Context: an optimization exercise on an open-source flow, tuned for small area. The choices shown serve that exercise and are no tape-out recipe. Only the layout flow was run in this run; the RTL was not checked for function there. Power and IR drop assume default switching activity.

[run.sh]
#!/bin/bash
# synth_recipe.tcl (not shown) runs the flow's synth.tcl, then flattens the netlist and writes it again
# the make line also repeats each setting of config.mk as NAME=value (left out here)
make -C /OpenROAD-flow-scripts/flow DESIGN_CONFIG=/design/flow/config.mk WORK_HOME=/design/flow/orfs CLKGATE_MAP_FILE= SYNTH_SCRIPT=/design/flow/synth_recipe.tcl finish
[config.mk]
export PLATFORM = sky130hd
export DESIGN_NAME = crucible_vslice
export DESIGN_NICKNAME = crucible_vslice
export VERILOG_FILES = /design/flow/design.v
export SDC_FILE = /design/flow/constraint.sdc
export NUM_CORES = 4
export LEC_CHECK = 0
export CAP_MARGIN = 40
export CORE_MARGIN = 2
export CORE_UTILIZATION = 30
export PLACE_DENSITY = 0.4
export SLEW_MARGIN = 40
[constraint.sdc]
create_clock -name core_clock -period 12.0 [get_ports {clk}]
set_input_delay 2.4000 -clock core_clock [delete_from_list [all_inputs] [get_ports {clk}]]
set_output_delay 2.4000 -clock core_clock [all_outputs]
set_load 0.01 [all_outputs]
[design.v]
module crucible_vlane (
    input  wire        clk,
    input  wire        rst,
    input  wire [15:0] i_a,         
    input  wire [15:0] i_b,         
    input  wire [15:0] i_c,         
    input  wire        i_kc,        
    input  wire [15:0] i_imm16,
    input  wire [1:0]  i_as,        
    input  wire [2:0]  i_l1sel,     
    input  wire        i_az,        
    input  wire [1:0]  i_ad,
    input  wire [3:0]  s1_alu,      
    input  wire [3:0]  s1_imm4,
    input  wire        s1_use_s,    
    input  wire        s1_acc15,    
    input  wire        s1_neg,      
    input  wire        s1_xacc,     
    input  wire        s1_ald,      
    input  wire [1:0]  s1_ad,
    input  wire [31:0] s1_s,        
    input  wire [3:0]  s2_sh,       
    input  wire        s2_mpy,      
    input  wire        s2_mac,      
    input  wire [1:0]  s2_ad,
    output wire [15:0] l1_d,        
    output reg  [15:0] l2_d,        
    output reg         l2_sat,
    output reg         l2_cmp,      
    output reg  [15:0] l2_d1,       
    output reg  [15:0] l2_d2,       
    output reg  [15:0] l3_d,        
    output reg         l3_sat,
    output reg         l3_aov       
);
    localparam A_ADD = 4'd0,  A_SUB = 4'd1,  A_NEG = 4'd2,  A_ABS = 4'd3,
               A_MAX = 4'd4,  A_MIN = 4'd5,  A_SHL = 4'd6,  A_SHR = 4'd7,
               A_AST = 4'd8,  A_CMP = 4'd9;    
    localparam L1_MOV = 3'd0, L1_SPLAT = 3'd1, L1_SEL = 3'd2,
               L1_AND = 3'd3, L1_OR = 3'd4, L1_XOR = 3'd5;
    reg signed [39:0] acc [0:3];
    reg [15:0] l1;
    always @(*) begin
        case (i_l1sel)
            L1_MOV:   l1 = i_a;
            L1_SPLAT: l1 = i_imm16;
            L1_SEL:   l1 = i_kc ? i_a : i_b;
            L1_AND:   l1 = i_a & i_b;
            L1_OR:    l1 = i_a | i_b;
            L1_XOR:   l1 = i_a ^ i_b;
            default:  l1 = i_a;
        endcase
    end
    assign l1_d = l1;
    reg signed [15:0] a1, b1, c1;
    reg signed [39:0] as1;
    always @(posedge clk) begin
        a1  <= i_a;
        b1  <= i_b;
        c1  <= i_c;
        as1 <= acc[i_as];
    end
    wire signed [16:0] sum  = a1 + b1;
    wire signed [16:0] diff = a1 - b1;
    wire signed [16:0] neg  = -a1;
    wire signed [16:0] absv = a1[15] ? -a1 : a1;
    wire signed [31:0] shl  = {{16{a1[15]}}, a1} <<< s1_imm4;
    wire signed [15:0] sval = s1_s[15:0];
    wire signed [15:0] cmpb = s1_imm4[3] ? sval : b1;    
    wire        [15:0] mag_a  = a1[15] ? -a1 : a1;     
    wire        [16:0] half_n = (s1_imm4 == 4'd0) ? 17'd0 : (17'd1 << (s1_imm4 - 4'd1));
    wire        [16:0] shr_m  = ({1'b0, mag_a} + half_n) >> s1_imm4;
    wire signed [16:0] shr    = a1[15] ? -shr_m : shr_m;
    reg signed [31:0] r2;
    always @(*) begin
        case (s1_alu)
            A_ADD: r2 = sum;
            A_SUB: r2 = diff;
            A_NEG: r2 = neg;
            A_ABS: r2 = absv;
            A_MAX: r2 = (a1 > b1) ? a1 : b1;
            A_MIN: r2 = (a1 < b1) ? a1 : b1;
            A_SHL: r2 = shl;
            A_SHR: r2 = shr;
            default: r2 = a1;
        endcase
    end
    reg cmp;
    always @(*) begin
        case (s1_imm4[2:0])
            3'd0: cmp = (a1 == cmpb);
            3'd1: cmp = (a1 != cmpb);
            3'd2: cmp = (a1 <  cmpb);
            3'd3: cmp = (a1 <= cmpb);
            3'd4: cmp = (a1 >  cmpb);
            3'd5: cmp = (a1 >= cmpb);
            default: cmp = 1'b0;
        endcase
    end
    wire r2_hi = (r2 > 32'sd32767);
    wire r2_lo = (r2 < -32'sd32768);
    always @(*) begin
        if (s1_alu == A_AST)
            l2_d = as1[15:0];
        else
            l2_d = r2_hi ? 16'h7FFF : r2_lo ? 16'h8000 : r2[15:0];
        l2_sat = (s1_alu != A_AST) && (r2_hi || r2_lo);
        l2_cmp = cmp;
        l2_d1  = as1[31:16];
        l2_d2  = {{8{as1[39]}}, as1[39:32]};
    end
    wire signed [15:0] mb   = s1_use_s ? s1_s[31:16] : b1;
    wire signed [31:0] prod = a1 * mb;
    wire signed [31:0] term = s1_acc15 ? ({{16{a1[15]}}, a1} <<< 15) : prod;
    wire signed [39:0] x1   = s1_xacc ? as1 :
                              s1_neg  ? -{{8{term[31]}}, term} : {{8{term[31]}}, term};
    wire signed [39:0] ald = {c1[7:0], b1, a1};
    reg signed [39:0] x2;
    always @(posedge clk) x2 <= x1;
    wire [4:0]  sh    = 5'd6 + s2_sh;
    wire [40:0] mag_x = x2[39] ? -{x2[39], x2} : {x2[39], x2};
    wire [40:0] half  = 41'd1 << (sh - 5'd1);
    wire [40:0] rm    = (mag_x + half) >> sh;
    wire signed [41:0] rs = x2[39] ? -{1'b0, rm} : {1'b0, rm};
    wire rs_hi = (rs > 42'sd32767);
    wire rs_lo = (rs < -42'sd32768);
    wire signed [40:0] macsum = acc[s2_ad] + x2;
    wire mac_hi = (macsum > 41'sd549755813887);
    wire mac_lo = (macsum < -41'sd549755813888);
    wire signed [39:0] macsat = mac_hi ? 40'sh7F_FFFF_FFFF :
                                mac_lo ? 40'sh80_0000_0000 : macsum[39:0];
    always @(*) begin
        l3_d   = rs_hi ? 16'h7FFF : rs_lo ? 16'h8000 : rs[15:0];
        l3_sat = rs_hi || rs_lo;
        l3_aov = s2_mac && (mac_hi || mac_lo);
    end
    integer k;
    always @(posedge clk) begin
        if (rst) begin
            for (k = 0; k < 4; k = k + 1) acc[k] <= 40'sd0;
        end else begin
            for (k = 0; k < 4; k = k + 1) begin
                if (s2_mac && s2_ad == k)
                    acc[k] <= macsat;
                else if (s2_mpy && s2_ad == k)
                    acc[k] <= x2;
                else if (s1_ald && s1_ad == k)
                    acc[k] <= ald;
                else if (i_az && i_ad == k)
                    acc[k] <= 40'sd0;
            end
        end
    end
endmodule
module crucible_vslice #(
    parameter LANES = 4
) (
    input  wire                clk,
    input  wire                rst,           
    input  wire                iss_valid,
    input  wire [31:0]         iss_word,      
    input  wire [LANES-1:0]    iss_kmask,     
    input  wire [LANES-1:0]    iss_kc,        
    input  wire [16*LANES-1:0] iss_a,         
    input  wire [16*LANES-1:0] iss_b,         
    input  wire [16*LANES-1:0] iss_c,         
    input  wire [31:0]         iss_s,         
    output reg                 wb_valid,      
    output reg  [4:0]          wb_vd,
    output reg  [LANES-1:0]    wb_lanes,
    output reg                 wb_n3,         
    output reg  [16*LANES-1:0] wb_d0,
    output reg  [16*LANES-1:0] wb_d1,
    output reg  [16*LANES-1:0] wb_d2,
    output reg  [LANES-1:0]    wb_sat,        
    output reg                 kw_valid,      
    output reg  [2:0]          kw_kd,
    output reg  [LANES-1:0]    kw_lanes,
    output reg  [LANES-1:0]    kw_bits,
    output reg  [LANES-1:0]    aov            
);
    localparam OP_VADD  = 6'd1,  OP_VSUB  = 6'd2,  OP_VNEG  = 6'd3,
               OP_VABS  = 6'd4,  OP_VMUL  = 6'd5,  OP_VMULS = 6'd6,
               OP_VMAX  = 6'd7,  OP_VMIN  = 6'd8,  OP_VAND  = 6'd9,
               OP_VOR   = 6'd10, OP_VXOR  = 6'd11, OP_VSHL  = 6'd12,
               OP_VSHR  = 6'd13, OP_VMOV  = 6'd14, OP_VSEL  = 6'd15,
               OP_VCMP  = 6'd16, OP_VSPLAT= 6'd17, OP_VMPY  = 6'd18,
               OP_VMAC  = 6'd19, OP_VMSB  = 6'd20, OP_VMACS = 6'd21,
               OP_VACC  = 6'd22, OP_VAZ   = 6'd23, OP_VAWB  = 6'd24,
               OP_AST   = 6'd25, OP_ALD   = 6'd26;
    localparam A_ADD = 4'd0,  A_SUB = 4'd1,  A_NEG = 4'd2,  A_ABS = 4'd3,
               A_MAX = 4'd4,  A_MIN = 4'd5,  A_SHL = 4'd6,  A_SHR = 4'd7,
               A_AST = 4'd8,  A_CMP = 4'd9;
    localparam L1_MOV = 3'd0, L1_SPLAT = 3'd1, L1_SEL = 3'd2,
               L1_AND = 3'd3, L1_OR = 3'd4, L1_XOR = 3'd5;
    wire [5:0] op    = iss_word[31:26];
    wire [4:0] vd    = iss_word[25:21];
    wire [1:0] ad    = iss_word[22:21];
    wire [1:0] as_   = iss_word[17:16];
    wire [3:0] imm4  = iss_word[3:0];
    wire [15:0] imm16 = iss_word[15:0];
    reg        d_l1, d_l2, d_cmp, d_ald, d_l3, d_mpy, d_mac, d_az;
    reg [2:0]  d_l1sel;
    reg [3:0]  d_alu;
    reg        d_use_s, d_acc15, d_neg, d_xacc;
    reg [3:0]  d_sh;
    always @(*) begin
        d_l1 = 1'b0; d_l2 = 1'b0; d_cmp = 1'b0; d_ald = 1'b0;
        d_l3 = 1'b0; d_mpy = 1'b0; d_mac = 1'b0; d_az = 1'b0;
        d_l1sel = L1_MOV; d_alu = A_ADD;
        d_use_s = 1'b0; d_acc15 = 1'b0; d_neg = 1'b0; d_xacc = 1'b0;
        d_sh = 4'd9;
        case (op)
            OP_VMOV:   begin d_l1 = 1'b1; d_l1sel = L1_MOV;   end
            OP_VSPLAT: begin d_l1 = 1'b1; d_l1sel = L1_SPLAT; end
            OP_VSEL:   begin d_l1 = 1'b1; d_l1sel = L1_SEL;   end
            OP_VAND:   begin d_l1 = 1'b1; d_l1sel = L1_AND;   end
            OP_VOR:    begin d_l1 = 1'b1; d_l1sel = L1_OR;    end
            OP_VXOR:   begin d_l1 = 1'b1; d_l1sel = L1_XOR;   end
            OP_VAZ:    d_az = 1'b1;
            OP_VADD:   begin d_l2 = 1'b1; d_alu = A_ADD; end
            OP_VSUB:   begin d_l2 = 1'b1; d_alu = A_SUB; end
            OP_VNEG:   begin d_l2 = 1'b1; d_alu = A_NEG; end
            OP_VABS:   begin d_l2 = 1'b1; d_alu = A_ABS; end
            OP_VMAX:   begin d_l2 = 1'b1; d_alu = A_MAX; end
            OP_VMIN:   begin d_l2 = 1'b1; d_alu = A_MIN; end
            OP_VSHL:   begin d_l2 = 1'b1; d_alu = A_SHL; end
            OP_VSHR:   begin d_l2 = 1'b1; d_alu = A_SHR; end
            OP_AST:    begin d_l2 = 1'b1; d_alu = A_AST; end
            OP_VCMP:   begin d_cmp = 1'b1; d_alu = A_CMP; end
            OP_ALD:    d_ald = 1'b1;
            OP_VMUL:   d_l3 = 1'b1;
            OP_VMULS:  begin d_l3 = 1'b1; d_use_s = 1'b1; end
            OP_VAWB:   begin d_l3 = 1'b1; d_xacc = 1'b1; d_sh = 4'd9 - imm4; end
            OP_VMPY:   d_mpy = 1'b1;
            OP_VMAC:   d_mac = 1'b1;
            OP_VMSB:   begin d_mac = 1'b1; d_neg = 1'b1; end
            OP_VMACS:  begin d_mac = 1'b1; d_use_s = 1'b1; end
            OP_VACC:   begin d_mac = 1'b1; d_acc15 = 1'b1; end
            default:   ;    
        endcase
    end
    wire [LANES-1:0] sel = iss_valid ? iss_kmask : {LANES{1'b0}};
    reg             v1_l2, v1_cmp, v1_ald, v1_l3, v1_mpy, v1_mac;
    reg [3:0]       alu1, imm4_1, sh1;
    reg             use_s1, acc15_1, neg1, xacc1;
    reg [4:0]       vd1;
    reg [1:0]       ad1;
    reg [LANES-1:0] m1;
    reg [31:0]      s1;
    reg             v2_l3, v2_mpy, v2_mac;
    reg [3:0]       sh2;
    reg [4:0]       vd2;
    reg [1:0]       ad2;
    reg [LANES-1:0] m2;
    always @(posedge clk) begin
        if (rst) begin
            v1_l2 <= 1'b0; v1_cmp <= 1'b0; v1_ald <= 1'b0;
            v1_l3 <= 1'b0; v1_mpy <= 1'b0; v1_mac <= 1'b0;
            v2_l3 <= 1'b0; v2_mpy <= 1'b0; v2_mac <= 1'b0;
        end else begin
            v1_l2  <= iss_valid && d_l2;
            v1_cmp <= iss_valid && d_cmp;
            v1_ald <= iss_valid && d_ald;
            v1_l3  <= iss_valid && d_l3;
            v1_mpy <= iss_valid && d_mpy;
            v1_mac <= iss_valid && d_mac;
            v2_l3  <= v1_l3;
            v2_mpy <= v1_mpy;
            v2_mac <= v1_mac;
        end
        alu1    <= d_alu;
        imm4_1  <= imm4;
        sh1     <= d_sh;
        use_s1  <= d_use_s;
        acc15_1 <= d_acc15;
        neg1    <= d_neg;
        xacc1   <= d_xacc;
        vd1     <= vd;
        ad1     <= ad;
        m1      <= sel;
        s1      <= iss_s;
        sh2     <= sh1;
        vd2     <= vd1;
        ad2     <= ad1;
        m2      <= m1;
    end
    wire [16*LANES-1:0] l1_d, l2_d, l2_d1, l2_d2, l3_d;
    wire [LANES-1:0]    l2_sat, l2_cmp, l3_sat, l3_aov;
    genvar g;
    generate
        for (g = 0; g < LANES; g = g + 1) begin : lane
            crucible_vlane u_lane (
                .clk      (clk),
                .rst      (rst),
                .i_a      (iss_a[16*g +: 16]),
                .i_b      (iss_b[16*g +: 16]),
                .i_c      (iss_c[16*g +: 16]),
                .i_kc     (iss_kc[g]),
                .i_imm16  (imm16),
                .i_as     (as_),
                .i_l1sel  (d_l1sel),
                .i_az     (sel[g] && d_az),
                .i_ad     (ad),
                .s1_alu   (alu1),
                .s1_imm4  (imm4_1),
                .s1_use_s (use_s1),
                .s1_acc15 (acc15_1),
                .s1_neg   (neg1),
                .s1_xacc  (xacc1),
                .s1_ald   (v1_ald && m1[g]),
                .s1_ad    (ad1),
                .s1_s     (s1),
                .s2_sh    (sh2),
                .s2_mpy   (v2_mpy && m2[g]),
                .s2_mac   (v2_mac && m2[g]),
                .s2_ad    (ad2),
                .l1_d     (l1_d[16*g +: 16]),
                .l2_d     (l2_d[16*g +: 16]),
                .l2_sat   (l2_sat[g]),
                .l2_cmp   (l2_cmp[g]),
                .l2_d1    (l2_d1[16*g +: 16]),
                .l2_d2    (l2_d2[16*g +: 16]),
                .l3_d     (l3_d[16*g +: 16]),
                .l3_sat   (l3_sat[g]),
                .l3_aov   (l3_aov[g])
            );
        end
    endgenerate
    always @(posedge clk) begin
        if (rst) begin
            wb_valid <= 1'b0;
            wb_sat   <= {LANES{1'b0}};
            kw_valid <= 1'b0;
            aov      <= {LANES{1'b0}};
        end else begin
            if (v2_l3) begin
                wb_valid <= 1'b1;
                wb_vd    <= vd2;
                wb_lanes <= m2;
                wb_n3    <= 1'b0;
                wb_d0    <= l3_d;
                wb_sat   <= l3_sat & m2;
            end else if (v1_l2) begin
                wb_valid <= 1'b1;
                wb_vd    <= vd1;
                wb_lanes <= m1;
                wb_n3    <= (alu1 == A_AST);
                wb_d0    <= l2_d;
                wb_sat   <= l2_sat & m1;
            end else if (iss_valid && d_l1) begin
                wb_valid <= 1'b1;
                wb_vd    <= vd;
                wb_lanes <= sel;
                wb_n3    <= 1'b0;
                wb_d0    <= l1_d;
                wb_sat   <= {LANES{1'b0}};
            end else begin
                wb_valid <= 1'b0;
                wb_sat   <= {LANES{1'b0}};
            end
            kw_valid <= v1_cmp;
            kw_kd    <= vd1[2:0];
            kw_lanes <= m1;
            kw_bits  <= l2_cmp & m1;
            aov      <= l3_aov;
        end
        wb_d1 <= l2_d1;
        wb_d2 <= l2_d2;
    end
endmodule
==> impl_metrics.toml <==
[detailed_routing]
detailed_route_wire_length_on_metal_1_um = 424000
highest-signal-layer = "met5"
drt-pass1-iter-count = 10
post_drt_via_cell_ratio = 6.18
via_count = 175000
met2WireLength_um = 399000
routed_length_per_instance_um = 34.9
met3WireLength_um = 104000
drc = 0
antenna_left = 0
detail_route.wirelength_um = 990000
initialDrtViolationCount = 22000

[sta]
timing.slew.headroom = 0.237
final-setup-viol-count = 0
setup-tns-final_ns = 0
slew_viol_final = 0
clock_skew_ns = 0.108
final.period_utilization = 0.885
rsz_0062_raised_after_global_routing = "no"
tightest_slew_ns = 1.14
finalWorstPathRequiredPeriod_ns = 10.62
timing_hold_violations_final = 0
timing.fmax_mhz = 94.2
post-route-worst-setup-slack_ns = 1.38

[yosys]
post-synth-top-count-cell = "sky130_fd_sc_hd__nand2_1"
asyncSetResetFlopFracSynth = 0
post_synth_xor_area_fraction = 0.0436
synth_ff_type = "sky130_fd_sc_hd__dfxtp_1"
netlist.area_leader.share = 0.156
synthesis.area_sq_um = 168000
synth-seq-area-share = 0.171
syn_avg_cell_area_sq_um = 8.05
synth_warnings = 3
post_synth_inst_count = 20900
synth_cell_type_count = 113
synth_simple_gate_area_share = 0.177
synth_area_leader_cell = "sky130_fd_sc_hd__dfxtp_1"
synth_top_cells_by_count = "2201 x sky130_fd_sc_hd__nand2_1, 1628 x sky130_fd_sc_hd__inv_1, 1406 x sky130_fd_sc_hd__clkbuf_1, 1375 x sky130_fd_sc_hd__nor2_1, 1365 x sky130_fd_sc_hd__a21oi_1"
edff_count_synth = 85
netlist_top_cells_area = "sky130_fd_sc_hd__dfxtp_1 16%, sky130_fd_sc_hd__fa_1 13%, sky130_fd_sc_hd__ha_1 7.4%, sky130_fd_sc_hd__mux4_2 4.9%, sky130_fd_sc_hd__nand2_1 4.9%"
synth.mux.area_fraction = 0.0798
combinational_family_with_the_most_area_after_synthesis = "compound AO/OA/AOI/OAI gates"
synth.ff_latch_count = 1390
synthAdderAreaFrac = 0.201
synth_compound_area_frac = 0.253

[die]
top_level_ports = 490
die_w_um = 752
starting_density_of_the_core = 0.301
die_y_um = 752
core-area_sq_um = 557000
floorplan.die_area_sq_um = 566000
total_number_of_placement_rows = 274

[finish]
num-nets-final = 23000
drive_above_1_share = 0.105
syn2layout_area_growth_pct = 12.9
count_of_fill_cells_added_during_filler_insertion = 59100

[worst_setup_path]
worst-setup-path-type = "register to register"
cp_data_arrival_time_ns = 11.37
setup.worst_path.end_class = "register"
timing.critical_path.fanout_max = 14
timing.critical_path.from_type = "register"
critPathRequiredTime_ns = 12.75

[clock_tree]
tritoncts.num_buffers = 186
clkSlewWorstSetupHoldPaths_ns = 0.06
htree_num_levels = 4
post-cts-setup-buffer-count = 0
cts_tree = "done"
clock_tree.buffer_depth = 4
cts-root-buf = "sky130_fd_sc_hd__clkbuf_16"
cts_hold_buffers = 0
clk-insertion-delay-late_ns = 1.01
cts_resized = 0
clock_sink_count = 1390

[placement]
count_of_port_buffers_added_during_placement = 454
dp_hpwl_um = 744000
routabilityCongestion = 0.997
worst_setup_slack_post_dpl_ns = 1.63

[power]
pwr_density_cell_nw_per_um2 = 365
p_leak_nw = 76.0
vdd.ir_drop.worst_mv = 0.675

[global_routing]
gr_ovfl_total = 0
grt_antenna_before_repair = 149
grt_start_max_net_pins = 99
grt_pass1_vias = 165000
grt_pass1_wl_um = 1360000
grt_util_all_layers = 0.334

[hold_path]
worstHoldPathType = "register to register"

[run_status]
status = "finished clean"

[flow_run]
cap_violations = 0
## worst paths after layout
kind / endpoint / depth (start not counted) / slack, ns / from
max: wb_d0[3] / 25 / 1.38 / lane[0].u_lane.x2[4]
min: sh2[0] / 0 / 0.32 / sh1[0]
max reg2reg: wb_d0[3] / 25 / 1.38 / lane[0].u_lane.x2[4]
min reg2reg: sh2[0] / 0 / 0.32 / sh1[0]
## per-stage QoR
step           hold slack, ns  utilization  cell area [sq um]  power, W  cells
6_report                0.317        0.340             190000    0.0693  28400
3_5_place_dp            0.314        0.329             183000    0.0619  27900
4_1_cts                 0.325        0.340             189000    0.0681  28300
3_3_place_gp            0.311        0.327             182000    0.0615  27900
5_1_grt                 0.325        0.340             190000    0.0743  28300
2_1_floorplan           0.310            -             168000    0.0417  20900
## flip-flops by register name, indices dropped and copies added, names as in the netlist, 64 cells and up
register / cells
lane.u_lane.a1: 64
lane.u_lane.acc: 640
lane.u_lane.as1: 160
lane.u_lane.b1: 64
lane.u_lane.x2: 160
wb_d0: 64
wb_d1: 64
## metal layers
layer / up-vias / global-route usage
li1: 75300 / -
met1: 88900 / 0.458
met2: 9398 / 0.476
met3: 1724 / 0.0894
met4: 68 / 0.176
met5: - / 0
## layout by cell type, fill, tap and decap left out, drive strengths merged, types with 156 or more instances in the layout
cell type,count
nand4,156
dfxtp,1305
mux2i,397
clkdlybuf4s50,442
a221oi,281
fa,1060
inv,1648
nor2b,326
or2,180
nand3,429
o21ai,1195
buf,775
a211oi,224
a222oi,205
a21o,275
nand2,2202
xnor2,549
ha,990
xor2,279
a221o,199
nand2b,200
o211ai,175
mux4,369
or3,178
clkbuf,260
a31oi,170
o22ai,330
a21oi,1365
o31ai,226
nor3,399
and2,264
nor2,1375
a22oi,211
## power by group
part	internal [W]	total [W]	leakage, nW	switching [W]
registers	0.00549	0.00667	11.4	0.00118
clock network	0.00337	0.00597	3.01	0.00260
logic	0.0195	0.0567	61.6	0.0372
## area by class of cell
class / count / area, sq um / share of cell area
Inverter: 1647 / 6200 / 0.0327
Timing Repair Buffer: 1219 / 10600 / 0.0558
Antenna cell: 79 / 198 / 0.00104
Tap cell: 7452 / 9320 / 0.0492
Clock inverter: 81 / 942 / 0.00497
Clock buffer: 258 / 5240 / 0.0276
Sequential cell: 1390 / 28900 / 0.152
Multi-Input combinational cell: 16200 / 128000 / 0.677
## worst max-delay path: stages (launching register included)
cell and delay (ns):
sky130_fd_sc_hd__dfxtp_1 0.56, sky130_fd_sc_hd__or4_1 0.71, sky130_fd_sc_hd__or4_1 0.68, sky130_fd_sc_hd__or2_1 0.40, sky130_fd_sc_hd__o41ai_1 0.34, sky130_fd_sc_hd__xnor2_1 0.27
sky130_fd_sc_hd__ha_1 0.51, sky130_fd_sc_hd__and3_1 0.31, sky130_fd_sc_hd__and3_1 0.21, sky130_fd_sc_hd__a211oi_1 0.40, sky130_fd_sc_hd__nor2b_1 0.25, sky130_fd_sc_hd__nor2_1 0.46
sky130_fd_sc_hd__nor2_1 0.25, sky130_fd_sc_hd__o211ai_1 0.22, sky130_fd_sc_hd__a311oi_1 0.15, sky130_fd_sc_hd__a22oi_1 0.57, sky130_fd_sc_hd__o221ai_1 0.42, sky130_fd_sc_hd__or4b_1 0.66
sky130_fd_sc_hd__nand4b_1 0.41, sky130_fd_sc_hd__o41ai_1 0.48, sky130_fd_sc_hd__xnor2_1 0.18, sky130_fd_sc_hd__nand2_1 0.07, sky130_fd_sc_hd__or4_1 0.40, sky130_fd_sc_hd__o311ai_1 0.45
sky130_fd_sc_hd__nand2_1 0.57, sky130_fd_sc_hd__o2111ai_1 0.48
## kinds of logic after synthesis
group / after synthesis
AO/OA/AOI/OAI: 6191
XOR/XNOR: 831
adder cells (fa/ha/maj): 2069
buffers and inverters: 3297
flip-flops: 1390
multiplexers: 865
other: 1
AND/OR/NAND/NOR: 6231

## static timing again, ports no longer ideal
In the flow no input, the clock included, has a driving cell. The finished layout below was timed again as built, in two steps. Step 1 sets driving cells, clkbuf_16 on the clock port and buf_2 on the other inputs (assumed; they add their load-dependent delay and slew). Step 2 moves the port delays by t, midway between the first and last clock arrival at a register: inputs arrive t later, outputs are due t later. That takes back most of the time a late clock gives input paths. a / b / c = ideal / step 1 / step 2; a / b = the first two.
t, ns: 1.077
setup WS [ns]: 1.382 / 1.382 / 1.382
latest minus earliest clock arrival (ns): 0.108 / 0.108
After both steps this run still meets setup and hold. For this run, drivers alone change the setup slack by 0.000 ns; drivers and shift together by 0.000 ns.
